What follows belongs to an exercise in optimizing a design on an open flow for small area, a short achievable clock period and few clock cycles per item; a production flow would make more cautious choices.
The RTL was checked by simulation tests, not by an equivalence proof against the original design.

[design/flow/config.mk]
export PLATFORM = sky130hd
export DESIGN_NAME = rail_law
export DESIGN_NICKNAME = rail_law
export VERILOG_FILES = /design/flow/design.v
export SDC_FILE = /design/flow/constraint.sdc
export NUM_CORES = 4
export LEC_CHECK = 0
export CAP_MARGIN = 20
export CORE_MARGIN = 2
export CORE_UTILIZATION = 40
export PLACE_DENSITY = 0.6
export SLEW_MARGIN = 20
[design/flow/constraint.sdc]
create_clock -name core_clock -period 28.0 [get_ports {clk}]
set_input_delay 5.6000 -clock core_clock [delete_from_list [all_inputs] [get_ports {clk}]]
set_output_delay 5.6000 -clock core_clock [all_outputs]
set_load 0.01 [all_outputs]
[design/flow/run.sh]
#!/bin/bash
# synth_recipe.tcl (not shown) runs the flow's synth.tcl, then flattens the netlist and writes it again
# the make line also repeats each setting of config.mk as NAME=value (left out here)
make -C /OpenROAD-flow-scripts/flow DESIGN_CONFIG=/design/flow/config.mk WORK_HOME=/design/flow/orfs CLKGATE_MAP_FILE= SYNTH_SCRIPT=/design/flow/synth_recipe.tcl finish
[design/flow/design.v]
module law_div (
    input  wire [25:0] rem,
    input  wire [27:0] qlo,
    input  wire [25:0] d,
    output wire [25:0] rem_o,
    output wire [27:0] qlo_o
);
    wire [26:0] rs1 = {rem, qlo[27]};
    wire [27:0] df1 = {1'b0, rs1} - {2'b00, d};
    wire        ge1 = !df1[27];
    wire [25:0] r1  = ge1 ? df1[25:0] : rs1[25:0];
    wire [26:0] rs2 = {r1, qlo[26]};
    wire [27:0] df2 = {1'b0, rs2} - {2'b00, d};
    wire        ge2 = !df2[27];
    assign rem_o = ge2 ? df2[25:0] : rs2[25:0];
    assign qlo_o = {qlo[25:0], ge1, ge2};
endmodule
module rail_law (
    input  wire               clk,
    input  wire               rst,
    input  wire               start,
    input  wire               op_start,
    output wire               ready,
    output reg                done,
    input  wire signed [23:0] e_in,
    input  wire [15:0]        v_mv,
    input  wire [15:0]        vbus_mv,
    input  wire [17:0]        i_ma,
    input  wire [17:0]        ilim_ma,
    input  wire [23:0]        pin_mw,
    input  wire [23:0]        pshare_mw,
    input  wire               pshare_ok,
    input  wire [15:0]        tstage,
    input  wire [5:0]         n_act,
    input  wire               slam_en,
    input  wire               iloop_en,
    input  wire               ploop_en,
    input  wire               tloop_en,
    input  wire               vnorm,
    input  wire [1:0]         band_qual,
    input  wire [23:0]        band_out,
    input  wire [23:0]        band_in,
    input  wire [15:0]        slam_max,
    input  wire [15:0]        dmax,
    input  wire [15:0]        vbus_ref_mv,
    input  wire [9:0]         rloss,
    input  wire [15:0]        tlim,
    input  wire signed [31:0] b0,
    input  wire signed [31:0] b1,
    input  wire signed [31:0] b2,
    input  wire signed [31:0] a1,
    input  wire signed [31:0] a2,
    input  wire [31:0]        kp_i,
    input  wire [31:0]        ki_i,
    input  wire [31:0]        kp_p,
    input  wire [31:0]        ki_p,
    input  wire [31:0]        kp_t,
    input  wire [31:0]        ki_t,
    output reg  [15:0]        d_rail,
    output reg  [1:0]         regime,
    output reg  [1:0]         loop,
    output reg                armed,
    output reg  [15:0]        slam_frames,
    output reg  [31:0]        slam_events,
    output reg  [31:0]        slam_timeouts,
    output reg  [31:0]        limit_frames
);
    localparam [1:0] R_LIN = 2'd0, R_UP = 2'd1, R_DN = 2'd2;
    localparam [3:0] O_B0 = 4'd0,  O_B1 = 4'd1,  O_B2 = 4'd2,  O_A1 = 4'd3,
                     O_A2 = 4'd4,  O_XR = 4'd5,  O_IP = 4'd6,  O_II = 4'd7,
                     O_PP = 4'd8,  O_PI = 4'd9,  O_TP = 4'd10, O_TI = 4'd11,
                     O_U  = 4'd12, O_G  = 4'd13, O_W  = 4'd14;
    localparam [1:0] P_NONE = 2'd0, P_B = 2'd1, P_A = 2'd2, P_L = 2'd3;
    localparam [2:0] D_IDLE = 3'd0, D_RUN = 3'd1, D_PLD = 3'd2, D_GLD = 3'd3,
                     D_WXR = 3'd4, D_PCK = 3'd5, D_PL2 = 3'd6;
    localparam [1:0] J_XN = 2'd1, J_PRE = 2'd2, J_G = 2'd3;
    reg [2:0]          up_cnt, dn_cnt;
    reg                slam_en_q;
    reg signed [23:0]  e1, e2;
    reg signed [31:0]  f1, f2;
    reg [24:0]         s_q;             
    reg signed [25:0]  ep0, ep1, ep2;   
    reg [2:0]          epv;             
    reg                run;
    reg                dec;             
    reg                lin_m, prex_m;   
    reg                slow;
    reg [1:0]          sj;
    reg [3:0]          o1;
    reg                c1;
    reg                v2, v3;
    reg [3:0]          o2;
    reg                sh2, last2;
    reg signed [32:0]  ma_q;
    reg signed [16:0]  mb_q;
    reg signed [65:0]  acc;
    reg [1:0]          pend;
    reg [1:0]          pk;
    reg signed [31:0]  m_q;
    reg                has_m, e1v, cv;
    reg [1:0]          e0_q, e1_q, c_q;
    reg [2:0]          dv;
    reg [1:0]          dj;
    reg [25:0]         rem, dd;
    reg [27:0]         qlo;
    reg [3:0]          dcnt;
    reg                pn_hi;
    reg                gs_q;            
    assign ready = !run;
    wire go = start && !run;
    function signed [31:0] sat32_50;
        input signed [49:0] x;
        begin
            if (!x[49] && (x[48:31] != 18'd0))
                sat32_50 = 32'sh7FFF_FFFF;
            else if (x[49] && (x[48:31] != {18{1'b1}}))
                sat32_50 = -32'sh8000_0000;
            else
                sat32_50 = x[31:0];
        end
    endfunction
    function [31:0] inc32s;
        input [31:0] x;
        reg c;
        integer i;
        begin
            c = ~&x;
            for (i = 0; i < 32; i = i + 1) begin
                inc32s[i] = x[i] ^ c;
                c = c & x[i];
            end
        end
    endfunction
    function [15:0] inc16s;
        input [15:0] x;
        reg c;
        integer i;
        begin
            c = ~&x;
            for (i = 0; i < 16; i = i + 1) begin
                inc16s[i] = x[i] ^ c;
                c = c & x[i];
            end
        end
    endfunction
    wire [24:0] dmax_frac = (dmax == 16'hFFFF) ? 25'h100_0000 : {1'b0, dmax, 8'h00};
    wire [1:0]         cr_reg = op_start ? R_LIN : regime;
    wire               cr_arm = op_start ? 1'b0 : armed;
    wire [2:0]         cr_up  = op_start ? 3'd0 : up_cnt;
    wire [2:0]         cr_dn  = op_start ? 3'd0 : dn_cnt;
    wire [15:0]        cr_sf  = op_start ? 16'd0 : slam_frames;
    wire               cr_seq = op_start ? slam_en : slam_en_q;
    wire signed [24:0] e_x     = {e_in[23], e_in};
    wire        [24:0] e_abs   = e_in[23] ? -e_x : e_x;
    wire               in_band_c = e_abs <= {1'b0, band_in};
    wire               above_c   = e_x > $signed({1'b0, band_out});
    wire               below_c   = e_x < -$signed({1'b0, band_out});
    reg                in_band, above, below, sfm;
    wire [2:0]         up_n    = above ? ((cr_up == 3'd4) ? 3'd4 : cr_up + 3'd1) : 3'd0;
    wire [2:0]         dn_n    = below ? ((cr_dn == 3'd4) ? 3'd4 : cr_dn + 3'd1) : 3'd0;
    wire [2:0]         bq      = {1'b0, band_qual} + 3'd1;
    wire               up_q    = up_n >= bq;
    wire               dn_q    = dn_n >= bq;
    reg [1:0] nr;
    reg       arm, pre, tmo;
    always @* begin
        nr  = cr_reg;
        arm = cr_arm;
        pre = 1'b0;
        tmo = 1'b0;
        if (cr_seq && !slam_en) begin
            pre = (cr_reg != R_LIN);
            nr  = R_LIN;
            arm = 1'b0;
        end else if (cr_reg == R_LIN) begin
            if (!cr_arm) begin
                if (in_band)
                    arm = 1'b1;
            end else if (slam_en && up_q)
                nr = R_UP;
            else if (slam_en && dn_q)
                nr = R_DN;
        end else if (in_band) begin
            pre = 1'b1;
            nr  = R_LIN;
            arm = 1'b1;
        end else if (sfm) begin
            pre = 1'b1;
            nr  = R_LIN;
            arm = 1'b0;
            tmo = 1'b1;
        end else if (cr_reg == R_UP && dn_q)
            nr = R_DN;
        else if (cr_reg == R_DN && up_q)
            nr = R_UP;
    end
    wire lin_c = (nr == R_LIN);
    wire dn_c  = (nr == R_DN);
    wire signed [25:0] err_i = $signed({8'd0, ilim_ma}) - $signed({8'd0, i_ma});
    wire signed [25:0] err_p = $signed({2'd0, pshare_mw}) - $signed({2'd0, pin_mw});
    wire signed [25:0] err_t = $signed({10'd0, tlim}) - $signed({10'd0, tstage});
    wire [2:0]         part_c = {tloop_en, ploop_en & pshare_ok, iloop_en};
    reg  [2:0]         part;            
    wire [3:0] op_s1 = run ? o1 : O_B0;
    wire       ch_s1 = run & c1;
    wire [1:0] lk1 = (op_s1 >= O_TP) ? 2'd2 : (op_s1 >= O_PP) ? 2'd1 : 2'd0;
    reg signed [25:0] err_k;
    reg [31:0]        kp_k, ki_k;
    always @* begin
        case (lk1)
            2'd0:    begin err_k = err_i; kp_k = kp_i; ki_k = ki_i; end
            2'd1:    begin err_k = err_p; kp_k = kp_p; ki_k = ki_p; end
            default: begin err_k = err_t; kp_k = kp_t; ki_k = ki_t; end
        endcase
    end
    wire       slow_go;
    wire [1:0] sj_go;
    reg signed [26:0] dq;
    reg [1:0]         kn;
    reg [23:0]        ea_n, eb_n;
    reg signed [25:0] ep_n;
    reg               epv_n;
    wire [1:0]        kf = part[0] ? 2'd0 : part[1] ? 2'd1 : 2'd2;
    always @* begin
        if (slow_go)
            kn = sj_go - 2'd1;
        else if (op_s1 == O_IP || op_s1 == O_PP || op_s1 == O_TP)
            kn = lk1;
        else if (op_s1 == O_II)
            kn = part[1] ? 2'd1 : 2'd2;
        else if (op_s1 == O_PI)
            kn = 2'd2;
        else
            kn = kf;
        case (kn)
            2'd0:    begin ea_n = {6'd0, ilim_ma};   eb_n = {6'd0, i_ma};   ep_n = ep0; epv_n = epv[0]; end
            2'd1:    begin ea_n = pshare_mw;         eb_n = pin_mw;         ep_n = ep1; epv_n = epv[1]; end
            default: begin ea_n = {8'd0, tlim};      eb_n = {8'd0, tstage}; ep_n = ep2; epv_n = epv[2]; end
        endcase
    end
    wire [26:0] cs_a = {3'd0, ea_n};
    wire [26:0] cs_b = ~{3'd0, eb_n};
    wire [26:0] cs_c = ~{ep_n[25], ep_n};
    wire [26:0] cs_s = cs_a ^ cs_b ^ cs_c;
    wire [26:0] cs_y = (cs_a & cs_b) | (cs_a & cs_c) | (cs_b & cs_c);
    wire signed [26:0] derr_r = cs_s + {cs_y[25:0], 1'b1} + 27'd1;
    wire signed [26:0] derr_n = epv_n ? derr_r : 27'sd0;
    wire signed [26:0] derr_k = dq;
    wire [17:0] g_eff = qlo[17:0];
    reg signed [31:0] m_nx;
    reg signed [32:0] xo, yo;
    always @* begin
        xo = 33'sd0;
        yo = 33'sd0;
        case (op_s1)
            O_B0: begin xo = {b0[31], b0}; yo = {{9{e_in[23]}}, e_in}; end
            O_XR: begin xo = {15'd0, i_ma}; yo = {23'd0, rloss}; end
            O_B1: begin xo = {b1[31], b1}; yo = op_start ? {{9{e_in[23]}}, e_in} : {{9{e1[23]}}, e1}; end
            O_B2: begin xo = {b2[31], b2}; yo = {{9{e2[23]}}, e2}; end
            O_A1: begin xo = {a1[31], a1}; yo = {f1[31], f1}; end
            O_A2: begin xo = {a2[31], a2}; yo = {f2[31], f2}; end
            O_IP, O_TP: begin xo = {1'b0, kp_k}; yo = {{6{derr_k[26]}}, derr_k}; end
            O_II, O_PI, O_TI: begin xo = {{7{err_k[25]}}, err_k}; yo = {1'b0, ki_k}; end
            O_PP: begin xo = {{6{derr_k[26]}}, derr_k}; yo = {1'b0, kp_k}; end
            O_G:  begin
                xo = (slow && sj == 2'd0) ? {f1[31], f1} : {m_nx[31], m_nx};
                yo = {17'd0, g_eff[15:0]};
            end
            default: ;
        endcase
    end
    wire        yfit  = (yo[32:16] == {17{yo[16]}});
    wire [16:0] mbc   = yfit ? yo[16:0] : (ch_s1 ? yo[32:16] : {1'b0, yo[15:0]});
    wire        last1 = yfit | ch_s1;
    wire [13:0] en;
    assign en[O_B0] = 1'b0;
    assign en[O_XR] = !dec & prex_m;
    assign en[O_B1] = dec | lin_m;
    assign en[O_B2] = en[O_B1];
    assign en[O_A1] = en[O_B1];
    assign en[O_A2] = en[O_B1];
    assign en[O_IP] = part[0];
    assign en[O_II] = part[0];
    assign en[O_PP] = part[1];
    assign en[O_PI] = part[1];
    assign en[O_TP] = part[2];
    assign en[O_TI] = part[2];
    assign en[O_U]  = 1'b1;
    assign en[O_G]  = 1'b1;
    reg [3:0] nxt;
    integer q;
    always @* begin
        nxt = O_G;
        for (q = 13; q >= 1; q = q - 1)
            if (q > op_s1 && en[q])
                nxt = q[3:0];
    end
    wire is_l2 = (op_s1 == O_II) || (op_s1 == O_PI) || (op_s1 == O_TI);
    wire [3:0] nxt_op = (op_s1 == O_G) ? O_W :
                        (slow && is_l2) ? O_U :
                        (slow && op_s1 == O_U) ? O_G : nxt;
    wire dv_busy = (dv != D_IDLE);
    wire signed [49:0] prod = ma_q * mb_q;
    wire signed [31:0] tb_w  = sat32_50({{8{acc[65]}}, acc[65:24]});
    wire signed [36:0] nf_w  = ~acc[65:29];
    wire signed [31:0] f_w   = sat32_50({{13{nf_w[36]}}, nf_w});
    wire signed [31:0] inc_w = sat32_50(acc[65:16]);
    wire ps2 = !sh2 && (o2 == O_B0 || o2 == O_A1 || o2 == O_IP || o2 == O_PP || o2 == O_TP);
    wire signed [65:0] init_a = {{5{~tb_w[31]}}, ~tb_w, 29'd0};
    wire signed [65:0] gbase  = g_eff[17] ? {{16{ma_q[32]}}, ma_q, 17'd0} :
                                g_eff[16] ? {{17{ma_q[32]}}, ma_q, 16'd0} : 66'sd0;
    wire signed [65:0] add_a  = (o2 == O_G)  ? gbase :
                                (o2 == O_XR) ? 66'sd0 :
                                sh2          ? (acc >>> 16) :
                                ps2          ? ((o2 == O_A1) ? init_a : 66'sd0) : acc;
    wire signed [65:0] add_b  = (o2 == O_G) ? $signed({25'd0, s_q, 16'd0}) : 66'sd0;
    wire signed [65:0] sum    = add_a + add_b + prod;
    wire               tk    = (pend == P_A) || (pend == P_L);
    wire signed [31:0] cx    = (pend == P_A) ? f_w : inc_w;
    wire [1:0]         cidx  = (pend == P_A) ? 2'd0 : pk;
    wire signed [32:0] cdif  = {cx[31], cx} - {m_q[31], m_q};
    wire               c_eq1 = &cdif;
    wire               c_lt2 = cdif[32] && !c_eq1;
    wire               c_low = cx[31] && (!cx[30] || (cx[29:0] == 30'd0));    
    reg signed [31:0] m_n;
    reg               has_n, e1v_n, cv_n;
    reg [1:0]         e0_n, e1_n, c_n;
    always @* begin
        m_n   = m_q;
        has_n = has_m;
        e0_n  = e0_q;
        e1_n  = e1_q;
        e1v_n = e1v;
        c_n   = c_q;
        cv_n  = cv;
        if (tk) begin
            if (slow) begin
                m_n = cx;
            end else begin
                if (!has_m || c_lt2) begin
                    m_n   = cx;
                    e0_n  = cidx;
                    e1v_n = 1'b0;
                end else if (c_eq1) begin
                    m_n   = cx;
                    e1_n  = e0_q;
                    e1v_n = 1'b1;
                    e0_n  = cidx;
                end
                has_n = 1'b1;
                if (!cv && c_low) begin
                    c_n  = cidx;
                    cv_n = 1'b1;
                end
            end
        end
        m_nx = m_n;
    end
    wire signed [34:0] pp    = acc[50:16];
    wire               sat_h = !pp[34] && ((pp[33:31] != 3'd0) || (&pp[30:0]));
    wire               sat_l = pp[34] && !(&pp[33:31]);
    wire               sat_le = sat_l || (pp[34:31] == 4'hF && pp[30:0] == 31'd0);
    wire signed [31:0] dd32  = sat_h ? 32'sh7FFF_FFFF : sat_le ? -32'sh8000_0000 : pp[31:0];
    wire [16:0]        rg    = {1'b0, acc[15:0]} + {1'b0, g_eff[15:0]};
    wire               tie   = e1v && (g_eff[17:16] == 2'd0) && !rg[16];
    wire               d_neg = dd32[31];
    wire               d_lt  = dd32[30:0] < {6'd0, dmax_frac};
    wire               d_eq  = dd32[30:0] == {6'd0, dmax_frac};
    wire               d_ge  = !d_neg && !d_lt;
    wire               d_gt  = !d_neg && !d_lt && !d_eq;
    wire [24:0]        dclmp = d_neg ? 25'd0 : d_gt ? dmax_frac : dd32[24:0];
    wire [1:0] dclmp_k = d_neg ? 2'd0 : d_gt ? 2'd1 : 2'd2;
    reg [1:0]  win;
    reg [1:0]  dsel_k;
    reg        go_slow;
    always @* begin
        win     = 2'd0;
        dsel_k  = dclmp_k;
        go_slow = 1'b0;
        if (slow) begin
            win    = sj;
            dsel_k = 2'd0;
        end else if (!has_m) begin
            win    = 2'd0;
            dsel_k = 2'd1;
        end else if (!lin_m && d_ge) begin
            win    = 2'd0;
            dsel_k = 2'd1;
        end else if (lin_m && sat_h) begin
            win = 2'd0;
        end else if (sat_l) begin
            win     = e0_q;
            go_slow = (c_q != e0_q);
        end else begin
            win = tie ? e1_q : e0_q;
        end
    end
    wire [24:0] dsel = (dsel_k == 2'd0) ? 25'd0 : (dsel_k == 2'd1) ? dmax_frac : dd32[24:0];
    wire        fin_ok = !slow || sat_le;
    wire [24:0] d_sum   = dd32[24:0] + 25'd128;
    wire [15:0] d16_d   = d_sum[24] ? 16'hFFFF : d_sum[23:8];
    wire [15:0] d16     = (dsel_k == 2'd0) ? 16'd0 : (dsel_k == 2'd1) ? dmax : d16_d;
    wire [3:0] partx = {part, lin_m};
    reg  [1:0] sj_nx;
    integer q2;
    always @* begin
        sj_nx = 2'd3;
        for (q2 = 3; q2 >= 0; q2 = q2 - 1)
            if (q2 > sj && partx[q2])
                sj_nx = q2[1:0];
    end
    assign sj_go   = slow ? sj_nx : c_q;
    assign slow_go = run && v3 && !(fin_ok && !go_slow);
    wire [25:0] rem_o;
    wire [27:0] qlo_o;
    law_div u_div (.rem(rem), .qlo(qlo), .d(dd), .rem_o(rem_o), .qlo_o(qlo_o));
    wire [15:0] vbus_nz = (vbus_mv == 16'd0) ? 16'd1 : vbus_mv;
    wire [5:0]  n_nz    = (n_act == 6'd0) ? 6'd1 : n_act;
    wire [15:0] pv      = rem[15:0];
    wire [15:0] pb      = dd[15:0];
    wire [28:0] pre_num = {3'd0, pv, 10'd0} - {9'd0, pv, 4'd0} - {10'd0, pv, 3'd0} + {1'b0, qlo};
    wire [25:0] pre_den = {pb, 10'd0} - {6'd0, pb, 4'd0} - {7'd0, pb, 3'd0};
    wire        g_sat   = {1'b0, vbus_ref_mv} >= {vbus_nz, 1'b0};
    always @(posedge clk) begin
        dq    <= derr_n;
        o2    <= op_s1;
        ma_q  <= xo;
        mb_q  <= mbc;
        sh2   <= !yfit & ch_s1;
        last2 <= last1;
        acc   <= sh2 ? {sum[49:0], acc[15:0]} : sum;
    end
    always @(posedge clk) begin
        if (rst) begin
            done          <= 1'b0;
            run           <= 1'b0;
            d_rail        <= 16'd0;
            regime        <= R_LIN;
            loop          <= 2'd0;
            armed         <= 1'b0;
            slam_frames   <= 16'd0;
            slam_events   <= 32'd0;
            slam_timeouts <= 32'd0;
            limit_frames  <= 32'd0;
            up_cnt        <= 3'd0;
            dn_cnt        <= 3'd0;
            slam_en_q     <= 1'b0;
            epv           <= 3'd0;
            v2            <= 1'b0;
            v3            <= 1'b0;
            slow          <= 1'b0;
            pend          <= P_NONE;
            dv            <= D_IDLE;
            dec           <= 1'b0;
        end else begin
            done <= 1'b0;
            v3 <= run && v2 && (o2 == O_G);
            if (run) begin
                if (v2 && last2)
                    pend <= (o2 == O_B2) ? P_B :
                            (o2 == O_A2) ? P_A :
                            (o2 == O_II || o2 == O_PI || o2 == O_TI) ? P_L : P_NONE;
                else
                    pend <= P_NONE;
                pk <= (o2 >= O_TP) ? 2'd3 : (o2 >= O_PP) ? 2'd2 : 2'd1;
                if (pend == P_B) begin
                    e2 <= e1;
                    e1 <= e_in;
                end
                if (pend == P_A) begin
                    f2 <= f1;
                    f1 <= f_w;
                end
                m_q   <= m_n;
                has_m <= has_n;
                e0_q  <= e0_n;
                e1_q  <= e1_n;
                e1v   <= e1v_n;
                c_q   <= c_n;
                cv    <= cv_n;
            end
            if (go) begin
                run     <= 1'b1;
                dec     <= 1'b1;
                in_band <= in_band_c;
                sfm     <= slam_frames >= slam_max;
                part    <= part_c;
                above   <= above_c;
                below   <= below_c;
                slow    <= 1'b0;
                has_m   <= 1'b0;
                e1v     <= 1'b0;
                cv      <= 1'b0;
                pend    <= P_NONE;
                v2      <= 1'b1;
                o1      <= last1 ? O_B1 : O_B0;
                c1      <= !last1;
            end else if (run) begin
                if (v3 && fin_ok && !go_slow) begin
                    run    <= 1'b0;
                    done   <= 1'b1;
                    v2     <= 1'b0;
                    d_rail <= d16;
                    loop   <= win;
                    s_q    <= dsel;
                    if (win != 2'd0)
                        limit_frames <= inc32s(limit_frames);
                    if (part[0]) ep0 <= err_i;
                    if (part[1]) ep1 <= err_p;
                    if (part[2]) ep2 <= err_t;
                    epv <= part;
                end else if (v3) begin
                    slow <= 1'b1;
                    sj   <= sj_go;
                    v2   <= 1'b0;
                    c1   <= 1'b0;
                    o1   <= (sj_go == 2'd0) ? O_G : (sj_go == 2'd1) ? O_IP :
                            (sj_go == 2'd2) ? O_PP : O_TP;
                end else if (o1 == O_W) begin
                    v2 <= 1'b0;
                end else if (o1 == O_U) begin
                    v2 <= 1'b0;
                    o1 <= nxt_op;
                end else if (o1 == O_G && dv_busy) begin
                    v2 <= 1'b0;
                end else begin
                    v2    <= 1'b1;
                    if (!last1)
                        c1 <= 1'b1;
                    else begin
                        c1 <= 1'b0;
                        o1 <= nxt_op;
                    end
                end
            end
            if (run && dec) begin
                dec    <= 1'b0;
                lin_m  <= lin_c;
                prex_m <= pre & !op_start;
                if (dn_c) begin
                    run  <= 1'b0;
                    done <= 1'b1;
                    v2   <= 1'b0;
                end else if (!lin_c) begin
                    o1 <= part[0] ? O_IP : part[1] ? O_PP : part[2] ? O_TP : O_U;
                    c1 <= 1'b0;
                end else if (pre && !op_start) begin
                    o1 <= O_B0;
                    c1 <= 1'b0;
                end
                regime    <= nr;
                armed     <= arm;
                up_cnt    <= up_n;
                dn_cnt    <= dn_n;
                slam_en_q <= slam_en;
                if (nr != R_LIN)
                    slam_frames <= inc16s(slam_frames);    
                else
                    slam_frames <= 16'd0;
                if (nr != cr_reg && nr != R_LIN)
                    slam_events <= inc32s(slam_events);
                if (tmo)
                    slam_timeouts <= inc32s(slam_timeouts);
                if (op_start || pre) begin
                    e1  <= e_in;
                    e2  <= e_in;
                    f1  <= 32'sd0;
                    f2  <= 32'sd0;
                    epv <= 3'd0;
                end
            end
            if (go) begin
                rem  <= {12'd0, vbus_ref_mv[15:2]};
                dd   <= {10'd0, vbus_nz};
                dcnt <= 4'd8;
                dj   <= J_G;
                gs_q <= g_sat;
                if (op_start)
                    qlo <= 28'd0;
                else if (!vnorm)
                    qlo <= 28'h001_0000;
                else
                    qlo <= {vbus_ref_mv[1:0], 26'd0};
                dv <= op_start ? D_PLD : vnorm ? D_RUN : D_IDLE;
            end else begin
                case (dv)
                    D_WXR: if (run && v2 && o2 == O_XR) begin
                        rem  <= 26'd0;
                        qlo  <= sum[27:0];
                        dd   <= {20'd0, n_nz};
                        dcnt <= 4'd13;
                        dj   <= J_XN;
                        dv   <= D_RUN;
                    end
                    D_RUN: begin
                        rem  <= rem_o;
                        qlo  <= qlo_o;
                        dcnt <= dcnt - 4'd1;
                        if (dcnt == 4'd0) begin
                            if (dj == J_XN)
                                dv <= D_PLD;
                            else if (dj == J_PRE) begin
                                s_q <= (qlo_o[23:0] > dmax_frac) ? dmax_frac : {1'b0, qlo_o[23:0]};
                                dv  <= D_GLD;
                            end else begin
                                qlo <= gs_q ? 28'h002_0000 :
                                       (qlo_o[17:15] == 3'd0) ? 28'h000_8000 : {10'd0, qlo_o[17:0]};
                                dv  <= D_IDLE;
                            end
                        end
                    end
                    D_PLD: begin
                        rem <= {10'd0, v_mv};
                        dd  <= {10'd0, vbus_nz};
                        dv  <= D_PL2;
                    end
                    D_PL2: begin
                        qlo   <= pre_num[27:0];
                        pn_hi <= pre_num[28];
                        dd    <= pre_den;
                        dv    <= D_PCK;
                    end
                    D_PCK: begin
                        if (pn_hi || ({2'd0, qlo} >= {4'd0, dd})) begin
                            s_q <= dmax_frac;
                            dv  <= D_GLD;
                        end else begin
                            rem  <= qlo[25:0];
                            qlo  <= 28'd0;
                            dcnt <= 4'd11;
                            dj   <= J_PRE;
                            dv   <= D_RUN;
                        end
                    end
                    D_GLD: begin
                        rem  <= {12'd0, vbus_ref_mv[15:2]};
                        qlo  <= vnorm ? {vbus_ref_mv[1:0], 26'd0} : 28'h001_0000;
                        dd   <= {10'd0, vbus_nz};
                        dcnt <= 4'd8;
                        dj   <= J_G;
                        gs_q <= g_sat;
                        dv   <= vnorm ? D_RUN : D_IDLE;
                    end
                    default: dv <= D_IDLE;
                endcase
                if (run && dec && (dn_c || pre))
                    dv <= dn_c ? D_IDLE : D_WXR;
            end
        end
    end
endmodule
==> impl_metrics.env, run 1 <==
export IMPL_cp_cell_sequence="clkdlybuf4s50_1, nand4_1, or4_1, buf_4, and2_1, inv_1, ha_1, a21oi_1, nor3_1, a211oi_1, o2111ai_1, or2_2, a21oi_1, o21ai_0, o21ai_0, o21ai_4, buf_4, or3_1, a21oi_1"
export IMPL_setup_viol=0
export IMPL_antenna_found_initial=61
export IMPL_grt_setup_unrepaired="false"
export IMPL_cts_sinks=648
export IMPL_cts_buffer_depth=3
export IMPL_cp_slowest_cell="clkdlybuf4s50_1"
export IMPL_vias=77759
export IMPL_clk_pin_slew_ns=0.06
export IMPL_status="timing/DRC/antenna clean"
export IMPL_holdPathStages=2
export IMPL_syn_area_um2=81200
export IMPL_synthToLayoutAreaGrowth_pct=17.0
export IMPL_grt_start_max_net_pins=98
export IMPL_drive_above_1_share=0.0561
export IMPL_grt_pass1_wl_mm=537
export IMPL_worstSkewPairLatency_ns=0.76
export IMPL_core_area_um2=202000
export IMPL_final_hold_viol_count=0
export IMPL_htreeDepth=3
export IMPL_path_max_fanout=33
export IMPL_r2r_start="o2[3]"
export IMPL_cts_tree="done"
export IMPL_place_hpwl_mm=304
export IMPL_yosys_warnings=1
export IMPL_start_util=0.402
export IMPL_final_cell_mix="nand2_1 (1290), inv_1 (1079), clkdlybuf4s50_1 (780), ha_1 (754), fa_1 (747)"
export IMPL_io_pins=783
export IMPL_netlist_instances=9511
export IMPL_fin_nets=12201
export IMPL_required_ns=28.67
export IMPL_tns_ns=0
export IMPL_slew_viol_final=0
export IMPL_avgSynthCellArea_um2=8.54
export IMPL_rows=165
export IMPL_worst_setup_path_end_kind="flip-flop"
export IMPL_die_x_um=455
export IMPL_drt_iter0_markers=9335
export IMPL_dieArea_um2=207000
export IMPL_crit_start="dmax[9]"
export IMPL_port_buffers=782
export IMPL_drv_cap=0
export IMPL_cpPeakStageDelay_ns=0.67
export IMPL_worst_pin_slew_ns=1.31
export IMPL_worst_setup_path_type="in2reg"
export IMPL_cts_setup_buffers=0
export IMPL_ant_nets=0
export IMPL_grt_pass1_vias=76423
export IMPL_synth_seq_cells=648
export IMPL_ys_seq_area_frac=0.204
export IMPL_viasPerCell=6.06
export IMPL_drtPass1Iterations=9
export IMPL_synth_cell_types=114
export IMPL_start_kind="input pin"
export IMPL_cts_hold_buf=0
export IMPL_cts_resized=0
export IMPL_wl_per_cell_um=29.4
export IMPL_syn_num_nets=11660
export IMPL_die_y_um=455
export IMPL_slew_headroom=0.126
export IMPL_cts_root_buf="clkbuf_16"
export IMPL_final_util=0.471
export IMPL_finalCriticalPeriod_ns=10.41
export IMPL_grt_use_total=0.356
export IMPL_synth_edff_count=361
export IMPL_routed_wl_mm=377
export IMPL_fin_worst_skew_ns=0.0623
export IMPL_fin_crit_sh=0.372
export IMPL_min_path_type="reg2reg"
export IMPL_register_area_um2=16600
export IMPL_hold_start="armed"
export IMPL_min_to="armed"
export IMPL_ys_flop_type="edfxtp_1"
export IMPL_ff2ff_setup_slack_ns=18.29
export IMPL_place_gp_congestion=1.05
export IMPL_cts_buffers=83
export IMPL_clock_fmax_mhz=96.0
export IMPL_reg2reg_depth=30
export IMPL_crit_arrival_ns=11.08
export IMPL_worstReg2RegEnd="acc[59]"
export IMPL_final_common_cell="nand2_1"
export IMPL_async_flop_share=0
export IMPL_grt_overflow=0
export IMPL_cp_common_cell="a21oi_1"
export IMPL_drc_errors=0
export IMPL_fill_cells=19640
export IMPL_multi_input_area_um2=58700
per-layer routing:
metal  global-route usage  wire length (µm)
met5                    0               117
met4                0.252             31100
met3               0.0842             37100
met2                0.550            166000
met1                0.437            142000
critical path: cells and delay by family:
family | cells | cell delay [ns]
buffers and inverters | 4 | 1.42
AND/OR/NAND/NOR | 6 | 1.67
adder cells (fa/ha/maj) | 1 | 0.28
AO/OA/AOI/OAI | 8 | 2.06
synth_stat cells (17+ instances only):
master,number,area [µm²]
nand2_1,1291,4850
inv_1,1082,4060
ha_1,754,9430
fa_1,747,15000
a21oi_1,709,3550
nor2_1,578,2170
clkbuf_1,426,1600
o21ai_0,398,1990
edfxtp_1,361,10800
dfxtp_1,287,5750
xnor2_1,217,1900
and2_1,216,1350
mux2i_1,205,2050
nand3_1,157,786
a21o_1,154,1160
nand4_1,110,688
xor2_1,106,928
nor3_1,103,515
a22oi_1,94,706
mux2_2,89,1000
a222oi_1,88,881
a31oi_1,86,538
nand2b_1,86,538
o21a_1,81,608
o211ai_1,66,495
a211oi_1,65,488
and3_1,64,400
nor2b_1,58,363
o22ai_1,56,350
nor4_1,55,344
a22o_1,49,429
o221ai_1,44,385
o21bai_1,42,315
buf_1,41,154
a221oi_1,37,324
buf_2,31,155
o31ai_1,27,203
or2_2,24,150
or3_1,24,150
a311oi_1,23,201
or4_1,20,150
a21boi_0,18,135
o22a_1,18,158
and4_1,17,149
flip-flops by register name, summed over array words and instances, names as in the netlist, 24 cells and up:
register / count
acc: 66
ma_q: 33
f1: 32
f2: 32
limit_frames: 32
m_q: 32
slam_events: 32
slam_timeouts: 32
qlo: 28
dq: 27
dd: 26
rem: 26
ep1: 25
s_q: 25
e1: 24
e2: 24
logic make-up (layout without fill, tap and decap cells):
logic type,after synthesis,in the layout,share of synthesized area
buffers and inverters,1605,2217,0.0760
AO/OA/AOI/OAI,2243,2243,0.181
other,0,38,0
adder cells (fa/ha/maj),1501,1501,0.300
AND/OR/NAND/NOR,2884,2884,0.164
XOR/XNOR,323,323,0.0348
flip-flops,648,648,0.204
multiplexers,307,307,0.0394
how the worst max path moves through the flow:
stage                       endpoint  depth (start not counted)
global placement    limit_frames[31]                         18
detailed placement  limit_frames[31]                         19
floorplan                     ep2[0]                          4
finish              limit_frames[31]                         19
CTS                 limit_frames[31]                         19
global route        limit_frames[31]                         19
area by class of cell:
type	instances	share of cell area
Multi-Input combinational cell	7258	0.618
Clock inverter	39	0.00442
Tap cell	2672	0.0352
Clock buffer	117	0.0258
Antenna cell	38	0.00100
Inverter	1089	0.0431
Sequential cell	648	0.175
Timing Repair Buffer	972	0.0978
through the flow:
step | hold slack (ns) | instance area, µm² | setup slack (ns) | instances
detailed placement | 0.469 | 92000 | 17.01 | 12638
global placement | 0.469 | 91900 | 16.93 | 12633
global route | 0.508 | 95000 | 17.52 | 12820
CTS | 0.487 | 94900 | 17.77 | 12794
floorplan | 0.432 | 81200 | 16.77 | 9511
finish | 0.480 | 95000 | 17.59 | 12833
Testbench counts, summed over its fixed seeds: cycles 135,303, frames 9,600.
==> inputs of run 2 (changes only) <==
--- a/design/flow/design.v
+++ b/design/flow/design.v
@@ -21,7 +21,7 @@
     input  wire               start,
     input  wire               op_start,
     output wire               ready,
-    output reg                done,
+    output wire               done,
     input  wire signed [23:0] e_in,
     input  wire [15:0]        v_mv,
     input  wire [15:0]        vbus_mv,
@@ -56,14 +56,14 @@
     input  wire [31:0]        ki_p,
     input  wire [31:0]        kp_t,
     input  wire [31:0]        ki_t,
-    output reg  [15:0]        d_rail,
+    output wire [15:0]        d_rail,
     output reg  [1:0]         regime,
-    output reg  [1:0]         loop,
+    output wire [1:0]         loop,
     output reg                armed,
     output reg  [15:0]        slam_frames,
     output reg  [31:0]        slam_events,
     output reg  [31:0]        slam_timeouts,
-    output reg  [31:0]        limit_frames
+    output wire [31:0]        limit_frames
 );
     localparam [1:0] R_LIN = 2'd0, R_UP = 2'd1, R_DN = 2'd2;
     localparam [3:0] O_B0 = 4'd0,  O_B1 = 4'd1,  O_B2 = 4'd2,  O_A1 = 4'd3,
@@ -88,7 +88,13 @@
     reg [1:0]          sj;
     reg [3:0]          o1;
     reg                c1;
-    reg                v2, v3;
+    reg                v2, v3, v3f;
+    reg                done_q;
+    reg  [15:0]        d_rail_q;
+    reg  [1:0]         loop_q;
+    reg  [31:0]        lf_q;
+    reg  [15:0]        dmax_q;          
+    reg                gi;              
     reg [3:0]          o2;
     reg                sh2, last2;
     reg signed [32:0]  ma_q;
@@ -143,7 +149,7 @@
             end
         end
     endfunction
-    wire [24:0] dmax_frac = (dmax == 16'hFFFF) ? 25'h100_0000 : {1'b0, dmax, 8'h00};
+    wire [24:0] dmax_frac = (dmax_q == 16'hFFFF) ? 25'h100_0000 : {1'b0, dmax_q, 8'h00};
     wire [1:0]         cr_reg = op_start ? R_LIN : regime;
     wire               cr_arm = op_start ? 1'b0 : armed;
     wire [2:0]         cr_up  = op_start ? 3'd0 : up_cnt;
@@ -285,7 +291,7 @@
     assign en[O_PI] = part[1];
     assign en[O_TP] = part[2];
     assign en[O_TI] = part[2];
-    assign en[O_U]  = 1'b1;
+    assign en[O_U]  = slow;
     assign en[O_G]  = 1'b1;
     reg [3:0] nxt;
     integer q;
@@ -300,7 +306,26 @@
                         (slow && is_l2) ? O_U :
                         (slow && op_s1 == O_U) ? O_G : nxt;
     wire dv_busy = (dv != D_IDLE);
-    wire signed [49:0] prod = ma_q * mb_q;
+    wire [18:0] bb = {mb_q[16], mb_q, 1'b0};
+    wire [65:0] brow [0:8];
+    wire [8:0]  bneg;
+    genvar bi;
+    generate
+        for (bi = 0; bi < 9; bi = bi + 1) begin : g_booth
+            wire [2:0]  d   = bb[2*bi +: 3];
+            wire        one = d[0] ^ d[1];
+            wire        two = (d == 3'b011) | (d == 3'b100);
+            wire        neg = d[2] & ~(d[1] & d[0]);
+            wire [33:0] m   = {ma_q[32], ma_q};
+            wire [33:0] p   = (({34{one}} & m) | ({34{two}} & {ma_q, 1'b0})) ^ {34{neg}};
+            wire [65:0] ux  = {32'd0, ~p[33], p[32:0]};
+            assign brow[bi] = ux << (2*bi);
+            assign bneg[bi] = neg;
+        end
+    endgenerate
+    wire [65:0] bnegs = {48'd0, 1'b0, bneg[8], 1'b0, bneg[7], 1'b0, bneg[6], 1'b0, bneg[5],
+                         1'b0, bneg[4], 1'b0, bneg[3], 1'b0, bneg[2], 1'b0, bneg[1], 1'b0, bneg[0]};
+    localparam [65:0] BK = -(66'h2_0000_0000 * 66'h1_5555);    
     wire signed [31:0] tb_w  = sat32_50({{8{acc[65]}}, acc[65:24]});
     wire signed [36:0] nf_w  = ~acc[65:29];
     wire signed [31:0] f_w   = sat32_50({{13{nf_w[36]}}, nf_w});
@@ -314,7 +339,8 @@
                                 sh2          ? (acc >>> 16) :
                                 ps2          ? ((o2 == O_A1) ? init_a : 66'sd0) : acc;
     wire signed [65:0] add_b  = (o2 == O_G) ? $signed({25'd0, s_q, 16'd0}) : 66'sd0;
-    wire signed [65:0] sum    = add_a + add_b + prod;
+    wire signed [65:0] sum    = add_a + add_b + brow[0] + brow[1] + brow[2] + brow[3] + brow[4] +
+                                brow[5] + brow[6] + brow[7] + brow[8] + bnegs + BK;
     wire               tk    = (pend == P_A) || (pend == P_L);
     wire signed [31:0] cx    = (pend == P_A) ? f_w : inc_w;
     wire [1:0]         cidx  = (pend == P_A) ? 2'd0 : pk;
@@ -322,6 +348,7 @@
     wire               c_eq1 = &cdif;
     wire               c_lt2 = cdif[32] && !c_eq1;
     wire               c_low = cx[31] && (!cx[30] || (cx[29:0] == 30'd0));    
+    wire spec_bad;
     reg signed [31:0] m_n;
     reg               has_n, e1v_n, cv_n;
     reg [1:0]         e0_n, e1_n, c_n;
@@ -356,6 +383,8 @@
         end
         m_nx = m_n;
     end
+    assign spec_bad = tk && !slow && (!has_m || c_lt2 || c_eq1);
+    wire fastc = !slow && !(cv_n && (c_n != e0_n));
     wire signed [34:0] pp    = acc[50:16];
     wire               sat_h = !pp[34] && ((pp[33:31] != 3'd0) || (&pp[30:0]));
     wire               sat_l = pp[34] && !(&pp[33:31]);
@@ -363,12 +392,12 @@
     wire signed [31:0] dd32  = sat_h ? 32'sh7FFF_FFFF : sat_le ? -32'sh8000_0000 : pp[31:0];
     wire [16:0]        rg    = {1'b0, acc[15:0]} + {1'b0, g_eff[15:0]};
     wire               tie   = e1v && (g_eff[17:16] == 2'd0) && !rg[16];
-    wire               d_neg = dd32[31];
-    wire               d_lt  = dd32[30:0] < {6'd0, dmax_frac};
-    wire               d_eq  = dd32[30:0] == {6'd0, dmax_frac};
-    wire               d_ge  = !d_neg && !d_lt;
-    wire               d_gt  = !d_neg && !d_lt && !d_eq;
-    wire [24:0]        dclmp = d_neg ? 25'd0 : d_gt ? dmax_frac : dd32[24:0];
+    wire               d_neg = pp[34];
+    wire               d_big = |pp[33:25];
+    wire               d_lgt = pp[24:0] > dmax_frac;
+    wire               d_leq = pp[24:0] == dmax_frac;
+    wire               d_gt  = !d_neg && (d_big || d_lgt);
+    wire               d_ge  = !d_neg && (d_big || d_lgt || d_leq);
     wire [1:0] dclmp_k = d_neg ? 2'd0 : d_gt ? 2'd1 : 2'd2;
     reg [1:0]  win;
     reg [1:0]  dsel_k;
@@ -395,11 +424,16 @@
             win = tie ? e1_q : e0_q;
         end
     end
-    wire [24:0] dsel = (dsel_k == 2'd0) ? 25'd0 : (dsel_k == 2'd1) ? dmax_frac : dd32[24:0];
+    wire [24:0] dsel = (dsel_k == 2'd0) ? 25'd0 : (dsel_k == 2'd1) ? dmax_frac : pp[24:0];
     wire        fin_ok = !slow || sat_le;
-    wire [24:0] d_sum   = dd32[24:0] + 25'd128;
+    wire [24:0] d_sum   = pp[24:0] + 25'd128;
     wire [15:0] d16_d   = d_sum[24] ? 16'hFFFF : d_sum[23:8];
-    wire [15:0] d16     = (dsel_k == 2'd0) ? 16'd0 : (dsel_k == 2'd1) ? dmax : d16_d;
+    wire [15:0] d16     = (dsel_k == 2'd0) ? 16'd0 : (dsel_k == 2'd1) ? dmax_q : d16_d;
+    wire [31:0] lf_n    = (win != 2'd0 && !(&lf_q)) ? lf_q + 32'd1 : lf_q;
+    assign done         = done_q | v3f;
+    assign d_rail       = v3f ? d16 : d_rail_q;
+    assign loop         = v3f ? win : loop_q;
+    assign limit_frames = v3f ? lf_n : lf_q;
     wire [3:0] partx = {part, lin_m};
     reg  [1:0] sj_nx;
     integer q2;
@@ -432,16 +466,17 @@
     end
     always @(posedge clk) begin
         if (rst) begin
-            done          <= 1'b0;
+            done_q        <= 1'b0;
             run           <= 1'b0;
-            d_rail        <= 16'd0;
+            d_rail_q      <= 16'd0;
             regime        <= R_LIN;
-            loop          <= 2'd0;
+            loop_q        <= 2'd0;
+            v3f           <= 1'b0;
             armed         <= 1'b0;
             slam_frames   <= 16'd0;
             slam_events   <= 32'd0;
             slam_timeouts <= 32'd0;
-            limit_frames  <= 32'd0;
+            lf_q          <= 32'd0;
             up_cnt        <= 3'd0;
             dn_cnt        <= 3'd0;
             slam_en_q     <= 1'b0;
@@ -453,8 +488,16 @@
             dv            <= D_IDLE;
             dec           <= 1'b0;
         end else begin
-            done <= 1'b0;
-            v3 <= run && v2 && (o2 == O_G);
+            done_q <= 1'b0;
+            v3f    <= 1'b0;
+            if (v3f) begin
+                d_rail_q <= d16;
+                loop_q   <= win;
+                s_q      <= dsel;
+                lf_q     <= lf_n;
+            end
+            v3  <= run && v2 && (o2 == O_G) && !spec_bad && !fastc;
+            v3f <= run && v2 && (o2 == O_G) && !spec_bad && fastc;
             if (run) begin
                 if (v2 && last2)
                     pend <= (o2 == O_B2) ? P_B :
@@ -483,6 +526,7 @@
                 run     <= 1'b1;
                 dec     <= 1'b1;
                 in_band <= in_band_c;
+                dmax_q  <= dmax;
                 sfm     <= slam_frames >= slam_max;
                 part    <= part_c;
                 above   <= above_c;
@@ -492,19 +536,19 @@
                 e1v     <= 1'b0;
                 cv      <= 1'b0;
                 pend    <= P_NONE;
+                gi      <= 1'b0;
                 v2      <= 1'b1;
                 o1      <= last1 ? O_B1 : O_B0;
                 c1      <= !last1;
             end else if (run) begin
                 if (v3 && fin_ok && !go_slow) begin
-                    run    <= 1'b0;
-                    done   <= 1'b1;
-                    v2     <= 1'b0;
-                    d_rail <= d16;
-                    loop   <= win;
-                    s_q    <= dsel;
-                    if (win != 2'd0)
-                        limit_frames <= inc32s(limit_frames);
+                    run      <= 1'b0;
+                    done_q   <= 1'b1;
+                    v2       <= 1'b0;
+                    d_rail_q <= d16;
+                    loop_q   <= win;
+                    s_q      <= dsel;
+                    lf_q     <= lf_n;
                     if (part[0]) ep0 <= err_i;
                     if (part[1]) ep1 <= err_p;
                     if (part[2]) ep2 <= err_t;
@@ -513,6 +557,7 @@
                     slow <= 1'b1;
                     sj   <= sj_go;
                     v2   <= 1'b0;
+                    gi   <= 1'b0;
                     c1   <= 1'b0;
                     o1   <= (sj_go == 2'd0) ? O_G : (sj_go == 2'd1) ? O_IP :
                             (sj_go == 2'd2) ? O_PP : O_TP;
@@ -521,8 +566,15 @@
                 end else if (o1 == O_U) begin
                     v2 <= 1'b0;
                     o1 <= nxt_op;
+                end else if (o1 == O_G && gi) begin
+                    v2 <= spec_bad;
+                    gi <= 1'b0;
+                    o1 <= O_W;
                 end else if (o1 == O_G && dv_busy) begin
                     v2 <= 1'b0;
+                end else if (o1 == O_G) begin
+                    v2 <= 1'b1;
+                    gi <= 1'b1;
                 end else begin
                     v2    <= 1'b1;
                     if (!last1)
@@ -533,14 +585,24 @@
                     end
                 end
             end
+            if (run && v2 && o2 == O_G && !spec_bad && fastc) begin
+                run <= 1'b0;
+                v2  <= 1'b0;
+                gi  <= 1'b0;
+                o1  <= O_W;
+                if (part[0]) ep0 <= err_i;
+                if (part[1]) ep1 <= err_p;
+                if (part[2]) ep2 <= err_t;
+                epv <= part;
+            end
             if (run && dec) begin
                 dec    <= 1'b0;
                 lin_m  <= lin_c;
                 prex_m <= pre & !op_start;
                 if (dn_c) begin
-                    run  <= 1'b0;
-                    done <= 1'b1;
-                    v2   <= 1'b0;
+                    run    <= 1'b0;
+                    done_q <= 1'b1;
+                    v2     <= 1'b0;
                 end else if (!lin_c) begin
                     o1 <= part[0] ? O_IP : part[1] ? O_PP : part[2] ? O_TP : O_U;
                     c1 <= 1'b0;
==> run 2 against run 1 <==
  * Register-to-register slack worse by 0.81 ns
  * Final cell count is 6.0% lower
  * Synthesized cell count is 5.6% lower
  * Synthesized area is 6.8% lower
  * Core utilization is 0.61 points higher
  * Cell area is 5.7% lower
  * Critical path type is now reg2out
  * Largest cell class unchanged
  * Highest routed layer unchanged
==> impl_metrics.env, run 2 <==
export IMPL_status="timing/DRC/antenna clean"
export IMPL_tns_ns=0
export IMPL_synthTopCellsByArea="edfxtp_1 (16%), ha_1 (12%), fa_1 (8.7%), dfxtp_1 (7.6%), xnor2_1 (5.2%)"
export IMPL_final_common_cell="nand2_1"
export IMPL_regMostFlops="acc"
export IMPL_die_y_um=439
export IMPL_drt_iter0_markers=9592
export IMPL_required_ns=22.40
export IMPL_path_max_fanout=33
export IMPL_ys_seq_area_frac=0.233
export IMPL_drv_cap=0
export IMPL_worst_pin_slew_ns=1.23
export IMPL_synthTopCellsByCount="nand2_1 (844), ha_1 (750), a21oi_1 (678)"
export IMPL_synth_most_common_cell="nand2_1"
export IMPL_cts_hold_buf=0
export IMPL_dieArea_um2=193000
export IMPL_reg2reg_depth=24
export IMPL_grt_pass1_wl_mm=511
export IMPL_synthXorXnorAreaFrac=0.0798
export IMPL_clock_fmax_mhz=80.4
export IMPL_die_x_um=439
export IMPL_slew_headroom=0.178
export IMPL_yosys_area_top_type_share=0.157
export IMPL_avgSynthCellArea_um2=8.44
export IMPL_grt_start_max_net_pins=108
export IMPL_fin_crit_sh=0.444
export IMPL_cts_buffer_depth=3
export IMPL_clk_pin_slew_ns=0.06
export IMPL_synth_top_family_by_area="compound AO/OA/AOI/OAI gates"
export IMPL_synth_compound_area_share=0.230
export IMPL_htreeDepth=3
export IMPL_vias=75166
export IMPL_synth_edff_count=395
export IMPL_start_util=0.403
export IMPL_yosys_warnings=1
export IMPL_final_cell_mix="nand2_1 (839), clkdlybuf4s50_1 (781), ha_1 (746), a21oi_1 (674), inv_1 (667)"
export IMPL_antenna_found_initial=40
export IMPL_synth_cell_types=100
export IMPL_syn_area_um2=75700
export IMPL_min_path_type="reg2reg"
export IMPL_worst_setup_path_type="reg2out"
export IMPL_holdPathStages=2
export IMPL_multi_input_area_um2=53600
export IMPL_cts_resized=0
export IMPL_synth_seq_cells=683
export IMPL_wl_per_cell_um=29.7
export IMPL_drive_above_1_share=0.0619
export IMPL_finalCriticalPeriod_ns=12.43
export IMPL_whs_ns=0.465
export IMPL_syn_num_nets=10700
export IMPL_worst_setup_path_end_kind="output port"
export IMPL_grt_use_total=0.359
export IMPL_drc_errors=0
export IMPL_grt_pass1_vias=72461
export IMPL_synthAdderAreaFrac=0.211
export IMPL_grt_setup_unrepaired="false"
export IMPL_register_area_um2=17600
export IMPL_fill_cells=18212
export IMPL_ant_nets=0
export IMPL_synth_area_mux_share=0.0419
export IMPL_slew_viol_final=0
export IMPL_drtPass1Iterations=10
export IMPL_top_regs="acc x66, ma_q x33"
export IMPL_largest_reg_flops=66
export IMPL_async_flop_share=0
export IMPL_cts_root_buf="clkbuf_16"
export IMPL_cts_sinks=683
export IMPL_place_gp_congestion=1.01
export IMPL_fin_worst_skew_ns=0.0915
export IMPL_cts_tree="done"
export IMPL_start_kind="flip-flop"
export IMPL_core_area_um2=188000
export IMPL_setup_viol=0
export IMPL_synth_simple_area_share=0.142
export IMPL_cts_buffers=84
export IMPL_port_buffers=782
export IMPL_fin_nets=11191
export IMPL_cts_setup_buffers=0
export IMPL_yosysTopAreaCell="edfxtp_1"
export IMPL_routed_wl_mm=359
export IMPL_io_pins=783
export IMPL_worstSkewPairLatency_ns=0.73
export IMPL_netlist_instances=8974
export IMPL_synthToLayoutAreaGrowth_pct=18.3
export IMPL_grt_overflow=0
export IMPL_final_hold_viol_count=0
export IMPL_place_hpwl_mm=280
export IMPL_rows=159
export IMPL_viasPerCell=6.23
export IMPL_ys_flop_type="edfxtp_1"
export IMPL_crit_arrival_ns=6.83
[run 2: changes by cell type in the layout (fill, tap and decap cells not counted), moves of 33 or more]
cell      before  now
a21o_1       154  198
xnor2_1      216  449
fa_1         747  328
o21ai_0      397  477
nor2_1       569  660
inv_1       1079  667
edfxtp_1     361  395
and2_1       212   31
a22oi_1       94  349
xor2_1       106  238
nand2_1     1290  839
o211ai_1      66   33
[run 2: final cells by class]
type | count | area share
inverters | 672 | 0.0282
multi-input cells | 7030 | 0.598
clock inverters | 51 | 0.00867
flip-flops and latches | 683 | 0.197
diodes | 30 | 0.000838
clock buffers | 106 | 0.0267
repair buffers | 994 | 0.106
well taps | 2495 | 0.0348
[run 2: routing by layer]
metal	vias up	track usage	wire length (µm)
met4	10	0.206	24500
met3	862	0.0730	35400
met1	36533	0.458	140000
met5	-	0	69
li1	33359	-	-
met2	4402	0.562	159000
[run 2: kinds of logic (layout without fill, tap and decap cells)]
logic type | count (synthesis) | after routing
muxes | 300 | 300
DFF | 683 | 683
and+or+nand+nor | 2350 | 2350
xor gates and xnor gates | 690 | 690
adders and majority gates | 1078 | 1078
buffers and inverters | 1261 | 1823
AOI/OAI and AO/OA | 2612 | 2612
other | 0 | 30
[run 2: worst max-delay path, cell delays in order (launching register included)]
cell and delay, ns:
edfxtp_1 0.56, nand4_1 0.14, or4_1 0.63, buf_4 0.31, nand2_1 0.18, ha_1 0.26
and4_1 0.22, nand2b_1 0.07, nor4_1 0.07, or4b_2 0.63, o31ai_1 0.36, a32oi_1 0.25
nand2_1 0.12, buf_4 0.38, nand3_1 0.68, nor3_1 0.45, xor2_1 0.20, clkdlybuf4s50_1 0.57
[run 2: worst paths after layout]
check | from | end | slack (ns)
worst max-delay path | dmax_q[9] | limit_frames[29] | 15.57
worst min-delay path | epv[1] | epv[1] | 0.46
worst max register to register | sh2 | acc[56] | 17.48
worst min register to register | epv[1] | epv[1] | 0.46
[run 2: per-stage QoR]
stage	setup WS (ns)	area [µm²]	util	std cells
after global placement	16.41	86300	0.459	11870
after detailed placement	16.32	86300	0.459	11872
final	15.57	89600	0.477	12061
after global routing	15.24	89600	0.477	12054
after floorplan	16.71	75700	-	8974
after CTS	15.58	89500	0.476	12029
Testbench counts of run 2, summed over its fixed seeds: cycles 121,620, frames 9,600.
==> inputs of run 3 (changes only) <==
--- a/design/flow/design.v
+++ b/design/flow/design.v
@@ -149,24 +149,29 @@
             end
         end
     endfunction
-    wire [24:0] dmax_frac = (dmax_q == 16'hFFFF) ? 25'h100_0000 : {1'b0, dmax_q, 8'h00};
-    wire [1:0]         cr_reg = op_start ? R_LIN : regime;
-    wire               cr_arm = op_start ? 1'b0 : armed;
+    reg         ff_q;                
+    wire [24:0] dmax_frac = ff_q ? 25'h100_0000 : {1'b0, dmax_q, 8'h00};
+    reg                fq, sen;         
+    reg                in_band, sfm, up_q, dn_q;
+    reg  [2:0]         up_n, dn_n;
+    wire [1:0]         cr_reg = fq ? R_LIN : regime;
+    wire               cr_arm = fq ? 1'b0 : armed;
     wire [2:0]         cr_up  = op_start ? 3'd0 : up_cnt;
     wire [2:0]         cr_dn  = op_start ? 3'd0 : dn_cnt;
-    wire [15:0]        cr_sf  = op_start ? 16'd0 : slam_frames;
-    wire               cr_seq = op_start ? slam_en : slam_en_q;
-    wire signed [24:0] e_x     = {e_in[23], e_in};
-    wire        [24:0] e_abs   = e_in[23] ? -e_x : e_x;
-    wire               in_band_c = e_abs <= {1'b0, band_in};
-    wire               above_c   = e_x > $signed({1'b0, band_out});
-    wire               below_c   = e_x < -$signed({1'b0, band_out});
-    reg                in_band, above, below, sfm;
-    wire [2:0]         up_n    = above ? ((cr_up == 3'd4) ? 3'd4 : cr_up + 3'd1) : 3'd0;
-    wire [2:0]         dn_n    = below ? ((cr_dn == 3'd4) ? 3'd4 : cr_dn + 3'd1) : 3'd0;
+    wire               cr_seq = fq ? sen : slam_en_q;
+    wire signed [25:0] e_x     = {{2{e_in[23]}}, e_in};
+    wire signed [25:0] bi_x    = {2'd0, band_in};
+    wire signed [25:0] bo_x    = {2'd0, band_out};
+    wire signed [25:0] ib_hi   = bi_x - e_x;
+    wire signed [25:0] ib_lo   = bi_x + e_x;
+    wire signed [25:0] ab_d    = bo_x - e_x;
+    wire signed [25:0] be_d    = bo_x + e_x;
+    wire               in_band_c = !ib_hi[25] && !ib_lo[25];
+    wire               above_c   = ab_d[25];
+    wire               below_c   = be_d[25];
+    wire [2:0]         up_nc   = above_c ? ((cr_up == 3'd4) ? 3'd4 : cr_up + 3'd1) : 3'd0;
+    wire [2:0]         dn_nc   = below_c ? ((cr_dn == 3'd4) ? 3'd4 : cr_dn + 3'd1) : 3'd0;
     wire [2:0]         bq      = {1'b0, band_qual} + 3'd1;
-    wire               up_q    = up_n >= bq;
-    wire               dn_q    = dn_n >= bq;
     reg [1:0] nr;
     reg       arm, pre, tmo;
     always @* begin
@@ -174,7 +179,7 @@
         arm = cr_arm;
         pre = 1'b0;
         tmo = 1'b0;
-        if (cr_seq && !slam_en) begin
+        if (cr_seq && !sen) begin
             pre = (cr_reg != R_LIN);
             nr  = R_LIN;
             arm = 1'b0;
@@ -182,9 +187,9 @@
             if (!cr_arm) begin
                 if (in_band)
                     arm = 1'b1;
-            end else if (slam_en && up_q)
+            end else if (sen && up_q)
                 nr = R_UP;
-            else if (slam_en && dn_q)
+            else if (sen && dn_q)
                 nr = R_DN;
         end else if (in_band) begin
             pre = 1'b1;
@@ -261,7 +266,7 @@
         case (op_s1)
             O_B0: begin xo = {b0[31], b0}; yo = {{9{e_in[23]}}, e_in}; end
             O_XR: begin xo = {15'd0, i_ma}; yo = {23'd0, rloss}; end
-            O_B1: begin xo = {b1[31], b1}; yo = op_start ? {{9{e_in[23]}}, e_in} : {{9{e1[23]}}, e1}; end
+            O_B1: begin xo = {b1[31], b1}; yo = fq ? {{9{e_in[23]}}, e_in} : {{9{e1[23]}}, e1}; end
             O_B2: begin xo = {b2[31], b2}; yo = {{9{e2[23]}}, e2}; end
             O_A1: begin xo = {a1[31], a1}; yo = {f1[31], f1}; end
             O_A2: begin xo = {a2[31], a2}; yo = {f2[31], f2}; end
@@ -394,8 +399,11 @@
     wire               tie   = e1v && (g_eff[17:16] == 2'd0) && !rg[16];
     wire               d_neg = pp[34];
     wire               d_big = |pp[33:25];
-    wire               d_lgt = pp[24:0] > dmax_frac;
-    wire               d_leq = pp[24:0] == dmax_frac;
+    wire               d_hgt = pp[23:8] > dmax_q;
+    wire               d_heq = pp[23:8] == dmax_q;
+    wire               d_lnz = |pp[7:0];
+    wire               d_lgt = ff_q ? (pp[24] && (|pp[23:0])) : (pp[24] || d_hgt || (d_heq && d_lnz));
+    wire               d_leq = ff_q ? (pp[24] && !(|pp[23:0])) : (!pp[24] && d_heq && !d_lnz);
     wire               d_gt  = !d_neg && (d_big || d_lgt);
     wire               d_ge  = !d_neg && (d_big || d_lgt || d_leq);
     wire [1:0] dclmp_k = d_neg ? 2'd0 : d_gt ? 2'd1 : 2'd2;
@@ -526,11 +534,16 @@
                 run     <= 1'b1;
                 dec     <= 1'b1;
                 in_band <= in_band_c;
+                fq      <= op_start;
+                sen     <= slam_en;
+                up_n    <= up_nc;
+                dn_n    <= dn_nc;
+                up_q    <= up_nc >= bq;
+                dn_q    <= dn_nc >= bq;
+                ff_q    <= (dmax == 16'hFFFF);
                 dmax_q  <= dmax;
                 sfm     <= slam_frames >= slam_max;
                 part    <= part_c;
-                above   <= above_c;
-                below   <= below_c;
                 slow    <= 1'b0;
                 has_m   <= 1'b0;
                 e1v     <= 1'b0;
@@ -598,7 +611,7 @@
             if (run && dec) begin
                 dec    <= 1'b0;
                 lin_m  <= lin_c;
-                prex_m <= pre & !op_start;
+                prex_m <= pre & !fq;
                 if (dn_c) begin
                     run    <= 1'b0;
                     done_q <= 1'b1;
@@ -606,7 +619,7 @@
                 end else if (!lin_c) begin
                     o1 <= part[0] ? O_IP : part[1] ? O_PP : part[2] ? O_TP : O_U;
                     c1 <= 1'b0;
-                end else if (pre && !op_start) begin
+                end else if (pre && !fq) begin
                     o1 <= O_B0;
                     c1 <= 1'b0;
                 end
@@ -614,7 +627,7 @@
                 armed     <= arm;
                 up_cnt    <= up_n;
                 dn_cnt    <= dn_n;
-                slam_en_q <= slam_en;
+                slam_en_q <= sen;
                 if (nr != R_LIN)
                     slam_frames <= inc16s(slam_frames);    
                 else
@@ -623,7 +636,7 @@
                     slam_events <= inc32s(slam_events);
                 if (tmo)
                     slam_timeouts <= inc32s(slam_timeouts);
-                if (op_start || pre) begin
+                if (fq || pre) begin
                     e1  <= e_in;
                     e2  <= e_in;
                     f1  <= 32'sd0;
==> run 3 against run 2 <==
  * Still clean on timing, DRC and antenna
  * First-iteration DRC count increased by 6.5%
  * Non-clock buffer count grew 7
  * Sequential cell count up 9
  * Count of clock-buffer cells in the layout rose by 21
  * Core utilization shrank 0.19 points
  * Final cell count decreased by 0.41%
  * Critical path type unchanged
  * Critical endpoint is now d_rail[2]
  * Highest routed layer unchanged
==> impl_metrics.env, run 3 <==
export IMPL_slew_headroom=0.106
export IMPL_fin_nets=11149
export IMPL_yosys_warnings=1
export IMPL_drtPass1Iterations=10
export IMPL_drv_cap=0
export IMPL_tns_ns=0
export IMPL_cts_setup_buffers=0
export IMPL_setup_viol=0
export IMPL_die_y_um=441
export IMPL_status="timing/DRC/antenna clean"
export IMPL_slew_viol_final=0
export IMPL_yosysTopAreaCell="edfxtp_1"
export IMPL_rows=160
export IMPL_worst_setup_path_type="reg2out"
export IMPL_regMostFlops="acc"
export IMPL_start_kind="flip-flop"
export IMPL_clk_pin_slew_ns=0.06
export IMPL_crit_arrival_ns=5.87
export IMPL_syn_area_um2=76300
export IMPL_vias=76431
export IMPL_worst_pin_slew_ns=1.34
export IMPL_dieArea_um2=194000
export IMPL_synth_most_common_cell="ha_1"
export IMPL_cp_cell_sequence="ha_1, nand3_1, or3_1, nor4_1, a31o_2, nor2b_1, nor3b_1, a31oi_4, a22oi_1, a21oi_1, clkdlybuf4s50_1"
export IMPL_io_pins=783
export IMPL_top_regs="acc x66, ma_q x33"
export IMPL_grt_overflow=0
export IMPL_routed_wl_mm=381
export IMPL_cts_buffers=87
export IMPL_finalCriticalPeriod_ns=11.47
export IMPL_synthTopCellsByCount="ha_1 (763), nor2_1 (725), a21oi_1 (711)"
export IMPL_grt_setup_unrepaired="false"
export IMPL_fin_worst_skew_ns=0.0419
export IMPL_min_path_type="reg2reg"
export IMPL_grt_pass1_wl_mm=531
export IMPL_yosys_area_top_type_share=0.159
export IMPL_htreeDepth=3
export IMPL_cpPeakStageDelay_ns=0.96
export IMPL_netlist_instances=8890
export IMPL_final_cell_mix="clkdlybuf4s50_1 (781), ha_1 (756), nor2_1 (709), a21oi_1 (705), nand2_1 (688)"
export IMPL_register_area_um2=17900
export IMPL_async_flop_share=0
export IMPL_whs_ns=0.448
export IMPL_synth_cell_types=102
export IMPL_avgSynthCellArea_um2=8.59
export IMPL_multi_input_area_um2=54100
export IMPL_final_util=0.475
export IMPL_cp_slowest_cell="a31oi_4"
export IMPL_fill_cells=18192
export IMPL_synth_edff_count=404
export IMPL_critical_path_top_delay_family="compound AO/OA/AOI/OAI gates"
export IMPL_required_ns=22.40
export IMPL_port_buffers=782
export IMPL_cts_hold_buf=0
export IMPL_synthToLayoutAreaGrowth_pct=18.1
export IMPL_cts_buffer_depth=3
export IMPL_ant_nets=0
export IMPL_drt_iter0_markers=10219
export IMPL_drc_errors=0
export IMPL_die_x_um=441
export IMPL_ys_flop_type="edfxtp_1"
export IMPL_wl_per_cell_um=31.7
export IMPL_place_gp_congestion=1.04
export IMPL_grt_start_max_net_pins=106
export IMPL_grt_pass1_vias=72520
export IMPL_drive_above_1_share=0.0715
export IMPL_core_area_um2=190000
export IMPL_cts_sinks=692
export IMPL_start_util=0.402
export IMPL_clock_fmax_mhz=87.2
export IMPL_cts_tree="done"
export IMPL_synthTopCellsByArea="edfxtp_1 (16%), ha_1 (13%), fa_1 (8.6%), dfxtp_1 (7.6%), xnor2_1 (4.7%)"
export IMPL_place_hpwl_mm=300
export IMPL_path_buf_inv=1
export IMPL_antenna_found_initial=41
export IMPL_final_hold_viol_count=0
export IMPL_ys_seq_area_frac=0.234
export IMPL_syn_num_nets=10629
export IMPL_fin_crit_sh=0.410
export IMPL_largest_reg_flops=66
export IMPL_viasPerCell=6.36
export IMPL_cts_resized=0
export IMPL_grt_use_total=0.377
export IMPL_path_max_fanout=34
export IMPL_worst_setup_path_end_kind="output port"
export IMPL_worstSkewPairLatency_ns=0.77
export IMPL_cts_root_buf="clkbuf_16"
export IMPL_synth_seq_cells=692
export IMPL_final_common_cell="clkdlybuf4s50_1"
## run 3: path summary, 6_finish.rpt
path | start | endpoint | slack [ns] | depth (start not counted)
setup / recovery | acc[36] | d_rail[2] | 16.53 | 11
hold / removal | d_rail_q[6] | d_rail_q[6] | 0.45 | 2
setup reg to reg | o2[3] | acc[64] | 18.18 | 28
hold reg to reg | d_rail_q[6] | d_rail_q[6] | 0.45 | 2
## run 3: final cells by class
cell class                 count  share of cell area
tap                         2511              0.0348
clock buffer                 127              0.0295
multi-input combinational   6966               0.600
antenna                       19            0.000527
clock inverter                34             0.00426
sequential                   692               0.199
inverter                     662              0.0276
timing repair buffer        1001               0.105
## run 3: cell families after synthesis
| logic type | synth area share |
|---|---|
| AOI/OAI and AO/OA | 0.229 |
| and+or+nand+nor | 0.141 |
| buffers and inverters | 0.0620 |
| adders and majority gates | 0.211 |
| DFF | 0.234 |
| xor gates and xnor gates | 0.0732 |
| muxes | 0.0497 |
## run 3: through the flow
stage,area (µm²),setup slack (ns),cells
after CTS,90100,16.62,11992
after floorplan,76300,14.90,8890
after detailed placement,87100,17.20,11831
after global routing,90200,16.35,12000
after global placement,87100,17.30,11830
final,90200,16.53,12012
## run 3: routing by layer
metal / vias to the layer above / part of all wire / GRT usage
li1: 33292 / - / -
met1: 37461 / 0.40 / 0.496
met2: 4746 / 0.42 / 0.558
met3: 908 / 0.11 / 0.0997
met4: 24 / 0.065 / 0.212
met5: - / 0.00055 / 0.00298
## run 3: worst min-delay path, delay by kind of cell, from the launching register on
| kind | cells | cell delay (ns) |
|---|---|---|
| AOI/OAI and AO/OA | 1 | 0.05 |
| and+or+nand+nor | 1 | 0.05 |
| DFF | 1 | 0.30 |
Testbench counts of run 3, summed over its fixed seeds: cycles 121,620, frames 9,600.

[what the ideal ports hide]
No port has a modelled driver above. Below, the same layouts with a new extraction and two added sets of constraints.
Step 1: set_driving_cell puts a clkbuf_16 on clk and a buf_2 on each other input, an assumption about the parent block.
Step 2 also shifts input and output timing later by t, the mid clock arrival at the registers, as if the neighbouring blocks saw the same clock.
Slacks: ideal / step 1 / step 2; pairs: ideal / step 1.
run | t, ns | setup WS [ns] | worst setup path at the end | pins driven straight from the clock port
run 1 | 0.830 | 17.587 / 17.655 / 16.825 | input to register | 1
run 2 | 0.774 | 15.570 / 15.476 / 16.250 | register to output | 1
run 3 | 0.855 | 16.532 / 16.424 / 16.907 | input to register | 1
After both steps every run listed still meets setup and hold. For run 1, which loses most, drivers alone change the setup slack by +0.068 ns; drivers and shift together by -0.762 ns.
